Source: an optimization exercise on an open RTL-to-GDS flow (aim: small area, a short achievable clock period and few clock cycles). Production flows keep margins and buffers that such runs may drop. In this exercise RTL edits were held to simulation tests only and were not proved equivalent to the original.

==> flow/design.v <==
module aes_sbox (
    input  wire [7:0] a,
    output reg  [7:0] y
);
always @(*) begin
    case (a)
        8'h00: y = 8'h63;
        8'h01: y = 8'h7c;
        8'h02: y = 8'h77;
        8'h03: y = 8'h7b;
        8'h04: y = 8'hf2;
        8'h05: y = 8'h6b;
        8'h06: y = 8'h6f;
        8'h07: y = 8'hc5;
        8'h08: y = 8'h30;
        8'h09: y = 8'h01;
        8'h0a: y = 8'h67;
        8'h0b: y = 8'h2b;
        8'h0c: y = 8'hfe;
        8'h0d: y = 8'hd7;
        8'h0e: y = 8'hab;
        8'h0f: y = 8'h76;
        8'h10: y = 8'hca;
        8'h11: y = 8'h82;
        8'h12: y = 8'hc9;
        8'h13: y = 8'h7d;
        8'h14: y = 8'hfa;
        8'h15: y = 8'h59;
        8'h16: y = 8'h47;
        8'h17: y = 8'hf0;
        8'h18: y = 8'had;
        8'h19: y = 8'hd4;
        8'h1a: y = 8'ha2;
        8'h1b: y = 8'haf;
        8'h1c: y = 8'h9c;
        8'h1d: y = 8'ha4;
        8'h1e: y = 8'h72;
        8'h1f: y = 8'hc0;
        8'h20: y = 8'hb7;
        8'h21: y = 8'hfd;
        8'h22: y = 8'h93;
        8'h23: y = 8'h26;
        8'h24: y = 8'h36;
        8'h25: y = 8'h3f;
        8'h26: y = 8'hf7;
        8'h27: y = 8'hcc;
        8'h28: y = 8'h34;
        8'h29: y = 8'ha5;
        8'h2a: y = 8'he5;
        8'h2b: y = 8'hf1;
        8'h2c: y = 8'h71;
        8'h2d: y = 8'hd8;
        8'h2e: y = 8'h31;
        8'h2f: y = 8'h15;
        8'h30: y = 8'h04;
        8'h31: y = 8'hc7;
        8'h32: y = 8'h23;
        8'h33: y = 8'hc3;
        8'h34: y = 8'h18;
        8'h35: y = 8'h96;
        8'h36: y = 8'h05;
        8'h37: y = 8'h9a;
        8'h38: y = 8'h07;
        8'h39: y = 8'h12;
        8'h3a: y = 8'h80;
        8'h3b: y = 8'he2;
        8'h3c: y = 8'heb;
        8'h3d: y = 8'h27;
        8'h3e: y = 8'hb2;
        8'h3f: y = 8'h75;
        8'h40: y = 8'h09;
        8'h41: y = 8'h83;
        8'h42: y = 8'h2c;
        8'h43: y = 8'h1a;
        8'h44: y = 8'h1b;
        8'h45: y = 8'h6e;
        8'h46: y = 8'h5a;
        8'h47: y = 8'ha0;
        8'h48: y = 8'h52;
        8'h49: y = 8'h3b;
        8'h4a: y = 8'hd6;
        8'h4b: y = 8'hb3;
        8'h4c: y = 8'h29;
        8'h4d: y = 8'he3;
        8'h4e: y = 8'h2f;
        8'h4f: y = 8'h84;
        8'h50: y = 8'h53;
        8'h51: y = 8'hd1;
        8'h52: y = 8'h00;
        8'h53: y = 8'hed;
        8'h54: y = 8'h20;
        8'h55: y = 8'hfc;
        8'h56: y = 8'hb1;
        8'h57: y = 8'h5b;
        8'h58: y = 8'h6a;
        8'h59: y = 8'hcb;
        8'h5a: y = 8'hbe;
        8'h5b: y = 8'h39;
        8'h5c: y = 8'h4a;
        8'h5d: y = 8'h4c;
        8'h5e: y = 8'h58;
        8'h5f: y = 8'hcf;
        8'h60: y = 8'hd0;
        8'h61: y = 8'hef;
        8'h62: y = 8'haa;
        8'h63: y = 8'hfb;
        8'h64: y = 8'h43;
        8'h65: y = 8'h4d;
        8'h66: y = 8'h33;
        8'h67: y = 8'h85;
        8'h68: y = 8'h45;
        8'h69: y = 8'hf9;
        8'h6a: y = 8'h02;
        8'h6b: y = 8'h7f;
        8'h6c: y = 8'h50;
        8'h6d: y = 8'h3c;
        8'h6e: y = 8'h9f;
        8'h6f: y = 8'ha8;
        8'h70: y = 8'h51;
        8'h71: y = 8'ha3;
        8'h72: y = 8'h40;
        8'h73: y = 8'h8f;
        8'h74: y = 8'h92;
        8'h75: y = 8'h9d;
        8'h76: y = 8'h38;
        8'h77: y = 8'hf5;
        8'h78: y = 8'hbc;
        8'h79: y = 8'hb6;
        8'h7a: y = 8'hda;
        8'h7b: y = 8'h21;
        8'h7c: y = 8'h10;
        8'h7d: y = 8'hff;
        8'h7e: y = 8'hf3;
        8'h7f: y = 8'hd2;
        8'h80: y = 8'hcd;
        8'h81: y = 8'h0c;
        8'h82: y = 8'h13;
        8'h83: y = 8'hec;
        8'h84: y = 8'h5f;
        8'h85: y = 8'h97;
        8'h86: y = 8'h44;
        8'h87: y = 8'h17;
        8'h88: y = 8'hc4;
        8'h89: y = 8'ha7;
        8'h8a: y = 8'h7e;
        8'h8b: y = 8'h3d;
        8'h8c: y = 8'h64;
        8'h8d: y = 8'h5d;
        8'h8e: y = 8'h19;
        8'h8f: y = 8'h73;
        8'h90: y = 8'h60;
        8'h91: y = 8'h81;
        8'h92: y = 8'h4f;
        8'h93: y = 8'hdc;
        8'h94: y = 8'h22;
        8'h95: y = 8'h2a;
        8'h96: y = 8'h90;
        8'h97: y = 8'h88;
        8'h98: y = 8'h46;
        8'h99: y = 8'hee;
        8'h9a: y = 8'hb8;
        8'h9b: y = 8'h14;
        8'h9c: y = 8'hde;
        8'h9d: y = 8'h5e;
        8'h9e: y = 8'h0b;
        8'h9f: y = 8'hdb;
        8'ha0: y = 8'he0;
        8'ha1: y = 8'h32;
        8'ha2: y = 8'h3a;
        8'ha3: y = 8'h0a;
        8'ha4: y = 8'h49;
        8'ha5: y = 8'h06;
        8'ha6: y = 8'h24;
        8'ha7: y = 8'h5c;
        8'ha8: y = 8'hc2;
        8'ha9: y = 8'hd3;
        8'haa: y = 8'hac;
        8'hab: y = 8'h62;
        8'hac: y = 8'h91;
        8'had: y = 8'h95;
        8'hae: y = 8'he4;
        8'haf: y = 8'h79;
        8'hb0: y = 8'he7;
        8'hb1: y = 8'hc8;
        8'hb2: y = 8'h37;
        8'hb3: y = 8'h6d;
        8'hb4: y = 8'h8d;
        8'hb5: y = 8'hd5;
        8'hb6: y = 8'h4e;
        8'hb7: y = 8'ha9;
        8'hb8: y = 8'h6c;
        8'hb9: y = 8'h56;
        8'hba: y = 8'hf4;
        8'hbb: y = 8'hea;
        8'hbc: y = 8'h65;
        8'hbd: y = 8'h7a;
        8'hbe: y = 8'hae;
        8'hbf: y = 8'h08;
        8'hc0: y = 8'hba;
        8'hc1: y = 8'h78;
        8'hc2: y = 8'h25;
        8'hc3: y = 8'h2e;
        8'hc4: y = 8'h1c;
        8'hc5: y = 8'ha6;
        8'hc6: y = 8'hb4;
        8'hc7: y = 8'hc6;
        8'hc8: y = 8'he8;
        8'hc9: y = 8'hdd;
        8'hca: y = 8'h74;
        8'hcb: y = 8'h1f;
        8'hcc: y = 8'h4b;
        8'hcd: y = 8'hbd;
        8'hce: y = 8'h8b;
        8'hcf: y = 8'h8a;
        8'hd0: y = 8'h70;
        8'hd1: y = 8'h3e;
        8'hd2: y = 8'hb5;
        8'hd3: y = 8'h66;
        8'hd4: y = 8'h48;
        8'hd5: y = 8'h03;
        8'hd6: y = 8'hf6;
        8'hd7: y = 8'h0e;
        8'hd8: y = 8'h61;
        8'hd9: y = 8'h35;
        8'hda: y = 8'h57;
        8'hdb: y = 8'hb9;
        8'hdc: y = 8'h86;
        8'hdd: y = 8'hc1;
        8'hde: y = 8'h1d;
        8'hdf: y = 8'h9e;
        8'he0: y = 8'he1;
        8'he1: y = 8'hf8;
        8'he2: y = 8'h98;
        8'he3: y = 8'h11;
        8'he4: y = 8'h69;
        8'he5: y = 8'hd9;
        8'he6: y = 8'h8e;
        8'he7: y = 8'h94;
        8'he8: y = 8'h9b;
        8'he9: y = 8'h1e;
        8'hea: y = 8'h87;
        8'heb: y = 8'he9;
        8'hec: y = 8'hce;
        8'hed: y = 8'h55;
        8'hee: y = 8'h28;
        8'hef: y = 8'hdf;
        8'hf0: y = 8'h8c;
        8'hf1: y = 8'ha1;
        8'hf2: y = 8'h89;
        8'hf3: y = 8'h0d;
        8'hf4: y = 8'hbf;
        8'hf5: y = 8'he6;
        8'hf6: y = 8'h42;
        8'hf7: y = 8'h68;
        8'hf8: y = 8'h41;
        8'hf9: y = 8'h99;
        8'hfa: y = 8'h2d;
        8'hfb: y = 8'h0f;
        8'hfc: y = 8'hb0;
        8'hfd: y = 8'h54;
        8'hfe: y = 8'hbb;
        8'hff: y = 8'h16;
    endcase
end
endmodule
module aes_core (
    input  wire         clk,
    input  wire         rst,
    input  wire         start,
    input  wire [255:0] key,
    input  wire         key_256,
    input  wire [127:0] blk_in,
    output reg          done,
    output wire [127:0] blk_out
);
    reg [127:0] state;
    reg [255:0] win;       
    reg         mode256;
    reg [3:0]   rnd;       
    assign blk_out = state;
    wire [3:0]  step = rnd - 4'd1;
    wire [31:0] last_w = mode256 ? win[31:0] : win[159:128];
    wire        sub_only = mode256 & step[0];
    wire [3:0]  rc_idx = mode256 ? {1'b0, step[3:1]} : step;
    reg  [7:0]  rcon;
    always @(*) begin
        case (rc_idx)
            4'd0: rcon = 8'h01;
            4'd1: rcon = 8'h02;
            4'd2: rcon = 8'h04;
            4'd3: rcon = 8'h08;
            4'd4: rcon = 8'h10;
            4'd5: rcon = 8'h20;
            4'd6: rcon = 8'h40;
            4'd7: rcon = 8'h80;
            4'd8: rcon = 8'h1b;
            4'd9: rcon = 8'h36;
            default: rcon = 8'h00;
        endcase
    end
    wire [31:0] g_in = sub_only ? last_w : {last_w[23:0], last_w[31:24]};
    wire [31:0] g_sub;
    aes_sbox u_ks0 (.a(g_in[31:24]), .y(g_sub[31:24]));
    aes_sbox u_ks1 (.a(g_in[23:16]), .y(g_sub[23:16]));
    aes_sbox u_ks2 (.a(g_in[15:8]),  .y(g_sub[15:8]));
    aes_sbox u_ks3 (.a(g_in[7:0]),   .y(g_sub[7:0]));
    wire [31:0] g_out = sub_only ? g_sub : (g_sub ^ {rcon, 24'h0});
    wire [31:0] nw0 = win[255:224] ^ g_out;
    wire [31:0] nw1 = win[223:192] ^ nw0;
    wire [31:0] nw2 = win[191:160] ^ nw1;
    wire [31:0] nw3 = win[159:128] ^ nw2;
    wire [127:0] new_words = {nw0, nw1, nw2, nw3};
    wire [255:0] win_next = mode256 ? {win[127:0], new_words} : {new_words, 128'h0};
    wire [127:0] round_key = win_next[255:128];
    wire [127:0] sb;
    genvar gi;
    generate
        for (gi = 0; gi < 16; gi = gi + 1) begin : g_sbox
            aes_sbox u_sb (.a(state[127-8*gi -: 8]), .y(sb[127-8*gi -: 8]));
        end
    endgenerate
    wire [127:0] sr;
    generate
        for (gi = 0; gi < 16; gi = gi + 1) begin : g_shift
            localparam integer R = gi % 4;
            localparam integer C = gi / 4;
            localparam integer SRC = 4 * ((C + R) % 4) + R;
            assign sr[127-8*gi -: 8] = sb[127-8*SRC -: 8];
        end
    endgenerate
    function [7:0] xtime(input [7:0] b);
        xtime = {b[6:0], 1'b0} ^ (b[7] ? 8'h1b : 8'h00);
    endfunction
    wire [127:0] mc;
    generate
        for (gi = 0; gi < 4; gi = gi + 1) begin : g_mix
            wire [7:0] a0 = sr[127-32*gi -: 8];
            wire [7:0] a1 = sr[119-32*gi -: 8];
            wire [7:0] a2 = sr[111-32*gi -: 8];
            wire [7:0] a3 = sr[103-32*gi -: 8];
            assign mc[127-32*gi -: 8] = xtime(a0) ^ xtime(a1) ^ a1 ^ a2 ^ a3;
            assign mc[119-32*gi -: 8] = a0 ^ xtime(a1) ^ xtime(a2) ^ a2 ^ a3;
            assign mc[111-32*gi -: 8] = a0 ^ a1 ^ xtime(a2) ^ xtime(a3) ^ a3;
            assign mc[103-32*gi -: 8] = xtime(a0) ^ a0 ^ a1 ^ a2 ^ xtime(a3);
        end
    endgenerate
    wire [3:0] nr = mode256 ? 4'd14 : 4'd10;
    wire       final_round = (rnd == nr);
    wire       carry = (rnd > nr);
    wire [127:0] round_out = (final_round ? sr : mc) ^ round_key;
    always @(posedge clk) begin
        if (rst) begin
            rnd  <= 4'd0;
            done <= 1'b0;
        end else begin
            done <= 1'b0;
            if (start) begin
                state   <= blk_in ^ key[255:128];
                win     <= key_256 ? key : {key[255:128], 128'h0};
                mode256 <= key_256;
                rnd     <= 4'd1;
            end else if (rnd != 4'd0) begin
                if (!carry) begin
                    state <= round_out;
                    win   <= win_next;
                end
                if (rnd == 4'd14) begin
                    rnd  <= 4'd0;
                    done <= 1'b1;
                end else begin
                    rnd <= rnd + 4'd1;
                end
            end
        end
    end
endmodule
module ghash_mul (
    input  wire         clk,
    input  wire         rst,
    input  wire         start,
    input  wire [127:0] x,
    input  wire [127:0] y,
    output reg          done,
    output reg  [127:0] z
);
    localparam [127:0] R = {8'he1, 120'h0};
    reg [127:0] xs;        
    reg [127:0] v;         
    reg [4:0]   cnt;       
    reg [127:0] z_n;
    reg [127:0] v_n;
    integer i;
    always @(*) begin
        z_n = z;
        v_n = v;
        for (i = 0; i < 8; i = i + 1) begin
            if (xs[127-i])
                z_n = z_n ^ v_n;
            v_n = v_n[0] ? ((v_n >> 1) ^ R) : (v_n >> 1);
        end
    end
    always @(posedge clk) begin
        if (rst) begin
            cnt  <= 5'd0;
            done <= 1'b0;
        end else begin
            done <= 1'b0;
            if (start) begin
                xs  <= x;
                v   <= y;
                z   <= 128'h0;
                cnt <= 5'd16;
            end else if (cnt != 5'd0) begin
                z   <= z_n;
                v   <= v_n;
                xs  <= {xs[119:0], 8'h0};
                cnt <= cnt - 5'd1;
                if (cnt == 5'd1)
                    done <= 1'b1;
            end
        end
    end
endmodule
module anvil_gcm (
    input  wire         clk,
    input  wire         rst,
    input  wire         start,
    input  wire [255:0] key,
    input  wire         key_256,
    input  wire [95:0]  iv,
    input  wire         decrypt,
    output wire         idle,
    input  wire         in_valid,
    output wire         in_ready,
    input  wire [127:0] in_data,
    input  wire         in_aad,
    input  wire [4:0]   in_bytes,
    input  wire         in_last,
    output reg          out_valid,
    output reg  [127:0] out_data,
    output reg          tag_valid,
    output reg  [127:0] tag
);
    localparam [3:0] S_IDLE   = 4'd0,
                     S_H      = 4'd1,    
                     S_H_W    = 4'd2,    
                     S_J_W    = 4'd3,    
                     S_IN     = 4'd4,    
                     S_CT_W   = 4'd5,    
                     S_GH_W   = 4'd6,    
                     S_LEN_W  = 4'd7;    
    reg [3:0]   st;
    reg [255:0] key_r;
    reg         k256_r;
    reg [95:0]  iv_r;
    reg         dec_r;
    reg [127:0] h_r;
    reg [127:0] ej0_r;
    reg [31:0]  ctr_r;
    reg [127:0] s_r;           
    reg [15:0]  len_a;         
    reg [15:0]  len_c;         
    reg [127:0] blk_r;         
    reg [127:0] mask_r;
    reg         last_r;
    assign idle     = (st == S_IDLE);
    assign in_ready = (st == S_IN);
    reg          aes_start;
    reg  [127:0] aes_in;
    wire         aes_done;
    wire [127:0] aes_out;
    aes_core u_aes (
        .clk(clk), .rst(rst),
        .start(aes_start), .key(key_r), .key_256(k256_r), .blk_in(aes_in),
        .done(aes_done), .blk_out(aes_out)
    );
    reg          gh_start;
    reg  [127:0] gh_x;
    wire         gh_done;
    wire [127:0] gh_z;
    ghash_mul u_gh (
        .clk(clk), .rst(rst),
        .start(gh_start), .x(gh_x), .y(h_r),
        .done(gh_done), .z(gh_z)
    );
    reg [127:0] in_mask;
    integer b;
    always @(*) begin
        for (b = 0; b < 16; b = b + 1)
            in_mask[127-8*b -: 8] = (b < in_bytes) ? 8'hff : 8'h00;
    end
    wire [127:0] ks_text  = (blk_r ^ aes_out) & mask_r;
    wire [127:0] len_blk  = {45'h0, len_a, 3'b000, 45'h0, len_c, 3'b000};
    always @(*) begin
        aes_start = 1'b0;
        aes_in    = 128'h0;
        gh_start  = 1'b0;
        gh_x      = 128'h0;
        case (st)
            S_H: begin
                aes_start = 1'b1;
                aes_in    = 128'h0;
            end
            S_H_W: begin
                aes_start = aes_done;
                aes_in    = {iv_r, 32'h1};
            end
            S_IN: begin
                if (in_valid && !in_aad) begin
                    aes_start = 1'b1;
                    aes_in    = {iv_r, ctr_r + 32'd1};
                end
                if (in_valid && in_aad) begin
                    gh_start = 1'b1;
                    gh_x     = s_r ^ (in_data & in_mask);
                end
            end
            S_CT_W: begin
                gh_start = aes_done;
                gh_x     = s_r ^ (dec_r ? blk_r : ks_text);
            end
            S_GH_W: begin
                gh_start = gh_done & last_r;
                gh_x     = gh_z ^ len_blk;
            end
            default: ;
        endcase
    end
    always @(posedge clk) begin
        if (rst) begin
            st        <= S_IDLE;
            out_valid <= 1'b0;
            tag_valid <= 1'b0;
        end else begin
            out_valid <= 1'b0;
            tag_valid <= 1'b0;
            case (st)
                S_IDLE: begin
                    if (start) begin
                        key_r  <= key;
                        k256_r <= key_256;
                        iv_r   <= iv;
                        dec_r  <= decrypt;
                        ctr_r  <= 32'd1;
                        s_r    <= 128'h0;
                        len_a  <= 16'd0;
                        len_c  <= 16'd0;
                        st     <= S_H;
                    end
                end
                S_H: st <= S_H_W;
                S_H_W: begin
                    if (aes_done) begin
                        h_r <= aes_out;
                        st  <= S_J_W;
                    end
                end
                S_J_W: begin
                    if (aes_done) begin
                        ej0_r <= aes_out;
                        st    <= S_IN;
                    end
                end
                S_IN: begin
                    if (in_valid) begin
                        blk_r  <= in_data & in_mask;
                        mask_r <= in_mask;
                        last_r <= in_last;
                        if (in_aad) begin
                            len_a <= len_a + {11'h0, in_bytes};
                            st    <= S_GH_W;
                        end else begin
                            len_c <= len_c + {11'h0, in_bytes};
                            ctr_r <= ctr_r + 32'd1;
                            st    <= S_CT_W;
                        end
                    end
                end
                S_CT_W: begin
                    if (aes_done) begin
                        out_valid <= 1'b1;
                        out_data  <= ks_text;
                        st        <= S_GH_W;
                    end
                end
                S_GH_W: begin
                    if (gh_done) begin
                        s_r <= gh_z;
                        st  <= last_r ? S_LEN_W : S_IN;
                    end
                end
                S_LEN_W: begin
                    if (gh_done) begin
                        tag_valid <= 1'b1;
                        tag       <= gh_z ^ ej0_r;
                        st        <= S_IDLE;
                    end
                end
                default: st <= S_IDLE;
            endcase
        end
    end
endmodule
==> flow/run.sh <==
#!/bin/bash
# synth_recipe.tcl (not shown) runs the flow's synth.tcl, then flattens the netlist and writes it again
# the make line also repeats each setting of config.mk as NAME=value (left out here)
make -C /OpenROAD-flow-scripts/flow DESIGN_CONFIG=/design/flow/config.mk WORK_HOME=/design/flow/orfs CLKGATE_MAP_FILE= SYNTH_SCRIPT=/design/flow/synth_recipe.tcl finish
==> flow/config.mk <==
export PLATFORM = sky130hd
export DESIGN_NAME = anvil_gcm
export DESIGN_NICKNAME = anvil_gcm
export VERILOG_FILES = /design/flow/design.v
export SDC_FILE = /design/flow/constraint.sdc
export NUM_CORES = 8
export LEC_CHECK = 0
export CAP_MARGIN = 20
export CORE_MARGIN = 2
export CORE_UTILIZATION = 30
export SLEW_MARGIN = 20
==> flow/constraint.sdc <==
create_clock -name core_clock -period 12.0 [get_ports {clk}]
set_input_delay 2.4000 -clock core_clock [delete_from_list [all_inputs] [get_ports {clk}]]
set_output_delay 2.4000 -clock core_clock [all_outputs]
set_load 0.01 [all_outputs]
==> summary.md <==
| Metric | Value |
|---|---|
| Status | `timing/DRC/antenna clean` |
| Sink Count | `2116` |
| Die area | `614000 sq um` |
| Syn_area_per_cell | `8.27 sq um` |
| Num CTS Buffers | `276` |
| Yosys cell types | `140` |
| Crit-path cells | `buf_4 -> mux2i_4 -> inv_2 -> ha_1 -> inv_1 -> a211o_1 -> o31ai_1 -> a2111oi_0 -> nor3_1 -> a211oi_2 -> a2111oi_0 -> nor2_1 -> a31oi_1 -> o21ai_0 -> nand2_1 -> ha_1 -> nor3_2 -> o21ai_0 -> o211ai_1 -> o211ai_1 -> o221ai_1 -> o311a_1` |
| Final #Nets | `23300` |
| Area Growth Syn to Fin | `17.0%` |
| Core ar. | `606000 sq um` |
| Worst-path fanout max | `39` |
| R2R depth | `22` |
| Antenna viol nets, final | `0` |
| Mapped cell area | `182000 sq um` |
| Post-synth ARST share | `0` |
| Die Y | `784 um` |
| Cts repair resizes | `0` |
| Critical Path AT | `10.61 ns` |
| Remaining DRCs | `0` |
| Clock latency (worst-skew pair) | `1.04 ns` |
| Slowest cell on crit path | `a2111oi_0` |
| RSZ-0062 raised after global routing | `no` |
| Synth Flop Type | `edfxtp_1` |
| Worst-path clk slew | `0.06 ns` |
| CP required | `12.87 ns` |
| Final Wtd Congestion | `1.07` |
| Root Buffer | `clkbuf_16` |
| Critical Path Source Type | `flop` |
| R2r startpoint | `u_aes.mode256$_DFFE_PP_` |
| DRT iter0 DRCs | `32200` |
| Hpwl dp | `835 mm` |
| Largest net degree at the start of global routing | `159` |
| Syn nets | `22800` |
| Slowest stage delay, CP | `0.90 ns` |
| Initial Utilization | `0.301` |
| Post-synth EDFFs | `1972` |
| Critical setup path kind | `reg2reg` |
| Max Clk Rate | `103 MHz` |
| Flop2flop setup slack | `2.26 ns` |
| TritonCTS clock tree | `yes` |
| Slew Viols, Final | `0` |
| Min-delay src | `h_r[71]$_DFFE_PP_` |
| Die X | `784 um` |
| Global-route wire length before repair | `1520 mm` |
| DR pass1 iterations | `9` |
| Rel. slew slack | `0.110` |
| Worst Hold End | `u_gh.v[71]$_DFFE_PP_` |
| Vias | `197000` |
| Wirelength per Cell | `36.0 um` |
| Top Ports | `753` |
| Hold Vio Cnt, Final | `0` |
| Final period util | `0.812` |
| Total GRT Usage | `0.344` |
| Post-synthesis cell count | `22100` |
| Port bufs | `752` |
| Hold Crit Class | `reg2reg` |
| Post-CTS Setup Bufs | `0` |
| Sequential area share after synthesis | `0.341` |
| Worst reg2reg path endpoint | `u_aes.g_mix[0].a3[7]$_DFF_P_` |
| Crit path time final | `9.74 ns` |
| Initial antenna violation count | `117` |
| Clock H-tree levels | `5` |
| Remaining global-route overflow | `0` |
| Share of post-route cells with drive strength above 1 | `0.107` |
| Synthesis-stage register bit count | `2116` |
| CP startpoint | `u_aes.mode256$_DFFE_PP_` |
| Vias per inst | `6.37` |
| Vias in the first global route | `181000` |
| Slew of the pin with the lowest slew margin | `1.33 ns` |
| Placement row count | `286` |
| Fin area | `213000 sq um` |
| Hold path depth | `2` |
| YS warnings | `4` |
| Cell area after placement | `204000 sq um` |
| DRT Wirelength | `1110 mm` |
| Clock Skew | `0.0883 ns` |
| Hold Buf Count CTS | `0` |
| Max Cap Viol | `0` |
| Max Root-Sink Buffers | `4` |
| # setup viols final | `0` |
| CP endpoint kind | `flop` |
placed cells by master, fill, tap and decap left out, drive strengths merged, types with 118 or more instances in the layout:
| cell type | netlist | layout |
|---|---|---|
| o221ai | 159 | 159 |
| o22ai | 175 | 175 |
| a21oi | 1513 | 1513 |
| buf | 958 | 1528 |
| nor2 | 1951 | 1951 |
| nand3 | 550 | 550 |
| nor3 | 554 | 554 |
| dfxtp | 144 | 144 |
| o31ai | 167 | 167 |
| a311oi | 194 | 194 |
| clkbuf | 1116 | 348 |
| o21ai | 1433 | 1433 |
| a31oi | 388 | 388 |
| nand2b | 118 | 118 |
| xnor2 | 1469 | 1469 |
| or3 | 118 | 118 |
| nand2 | 3415 | 3415 |
| mux2i | 339 | 339 |
| o211ai | 404 | 404 |
| inv | 200 | 221 |
| edfxtp | 1972 | 1972 |
| xor2 | 1000 | 1000 |
| clkdlybuf4s50 | 0 | 750 |
| o311ai | 195 | 195 |
| ha | 272 | 272 |
| nand4 | 121 | 121 |
| a221oi | 201 | 201 |
| a211oi | 472 | 472 |
| and2 | 478 | 478 |
cells in the mapped netlist, drive strengths merged, types with 195 or more instances:
| library cell | count | share of area |
|---|---|---|
| edfxtp | 1972 | 0.32 |
| nor3 | 554 | 0.016 |
| o21ai | 1433 | 0.040 |
| nor2 | 1951 | 0.041 |
| a21oi | 1513 | 0.042 |
| ha | 272 | 0.019 |
| xor2 | 1000 | 0.048 |
| a31oi | 388 | 0.013 |
| nand2 | 3415 | 0.070 |
| o311ai | 195 | 0.0094 |
| nand3 | 550 | 0.015 |
| xnor2 | 1469 | 0.071 |
| a211oi | 472 | 0.020 |
| and2 | 478 | 0.016 |
| a221oi | 201 | 0.010 |
| mux2i | 339 | 0.019 |
| inv | 200 | 0.0041 |
| buf | 958 | 0.027 |
| o211ai | 404 | 0.017 |
| clkbuf | 1116 | 0.023 |
worst max-delay path: cells and delay by family (launching register included):
kind / cells / cell delay (ns)
adder cells (fa/ha/maj): 2 / 1.33
flip-flops: 1 / 0.48
AND/OR/NAND/NOR: 4 / 2.03
multiplexers: 1 / 0.68
AO/OA/AOI/OAI: 12 / 4.06
buffers and inverters: 3 / 0.99
stage by stage:
stage	setup slack (ns)	hold slack, ns	setup TNS (ns)	utilization	cells
finish	2.26	0.500	0	0.352	30900
global route	2.46	0.507	0	0.352	30800
CTS	3.01	0.479	0	0.351	30800
detailed placement	2.49	0.498	0	0.337	30300
global placement	2.45	0.496	0	0.337	30300
floorplan	-1.57	0.417	-700.89	-	22100
sequential cells by signal, indices dropped and copies added, names as in the netlist, 3 cells and up:
register / cells
key_r: 256
u_aes.win: 256
blk_r: 128
ej0_r: 128
h_r: 128
out_data: 128
s_r: 128
tag: 128
u_aes.state: 128
u_gh.v: 128
u_gh.xs: 128
u_gh.z: 128
iv_r: 96
ctr_r: 32
u_aes.g_mix.a0: 32
u_aes.g_mix.a1: 32
u_aes.g_mix.a2: 32
u_aes.g_mix.a3: 32
len_a: 16
len_c: 16
mask_r: 16
u_gh.cnt: 5
u_aes.rnd: 4
st: 3
cell type report:
cell class / count / area, sq um
inverter: 209 / 801
clock buffer: 347 / 7340
fill: 63200 / 393000
multi-input combinational: 17700 / 111000
clock inverter: 147 / 1490
sequential: 2116 / 62100
tap: 8064 / 10100
timing repair buffer: 2279 / 20100
antenna: 71 / 178
worst max-delay path by stage:
stage                                         endpoint  depth (start not counted)
after floorplan                  out_data[0]$_DFFE_PP_                          6
after global placement    u_aes.g_mix[2].a1[2]$_DFF_P_                         22
after detailed placement  u_aes.g_mix[0].a2[4]$_DFF_P_                         19
after CTS                 u_aes.g_mix[0].a3[3]$_DFF_P_                         23
after global routing      u_aes.g_mix[0].a3[7]$_DFF_P_                         21
final                     u_aes.g_mix[0].a3[7]$_DFF_P_                         22
cell families after synthesis:
logic type | after synthesis | synth area share
AND/OR/NAND/NOR | 7783 | 0.189
AO/OA/AOI/OAI | 6690 | 0.250
XOR/XNOR | 2514 | 0.124
buffers and inverters | 2283 | 0.0546
flip-flops | 2116 | 0.341
multiplexers | 394 | 0.0227
adder cells (fa/ha/maj) | 274 | 0.0189
routing by layer:
layer	up-vias	GRT usage	wire, um
li1	82200	-	-
met1	96600	0.442	425000
met2	14900	0.495	452000
met3	3015	0.101	138000
met4	48	0.236	96900
met5	-	0	335
Testbench counts, summed over its fixed seeds: cycles 229,252.

afterwards: timing with drivers on the ports:
Ports are ideal in the flow. The routed layout listed here was re-timed in OpenROAD.
Step 1 assumes that a clkbuf_16 drives the clock port and a buf_2 every other input.
Step 2 also shifts input and output timing later by t, the mid clock arrival at the registers, as if the neighbouring blocks saw the same clock.
Three values: ideal ports, drivers, drivers and shift; two values: the first two.
t, ns: 1.119
setup slack, ns: 2.262 / 2.262 / 2.211
slew at the worst register clock pin (ns): 0.07 / 0.07
worst data-port slew with drivers (ns): 0.33
After both steps setup and hold are still met in this run. The setup slack of this run moves by 0.000 ns with the drivers and by -0.051 ns with both steps.
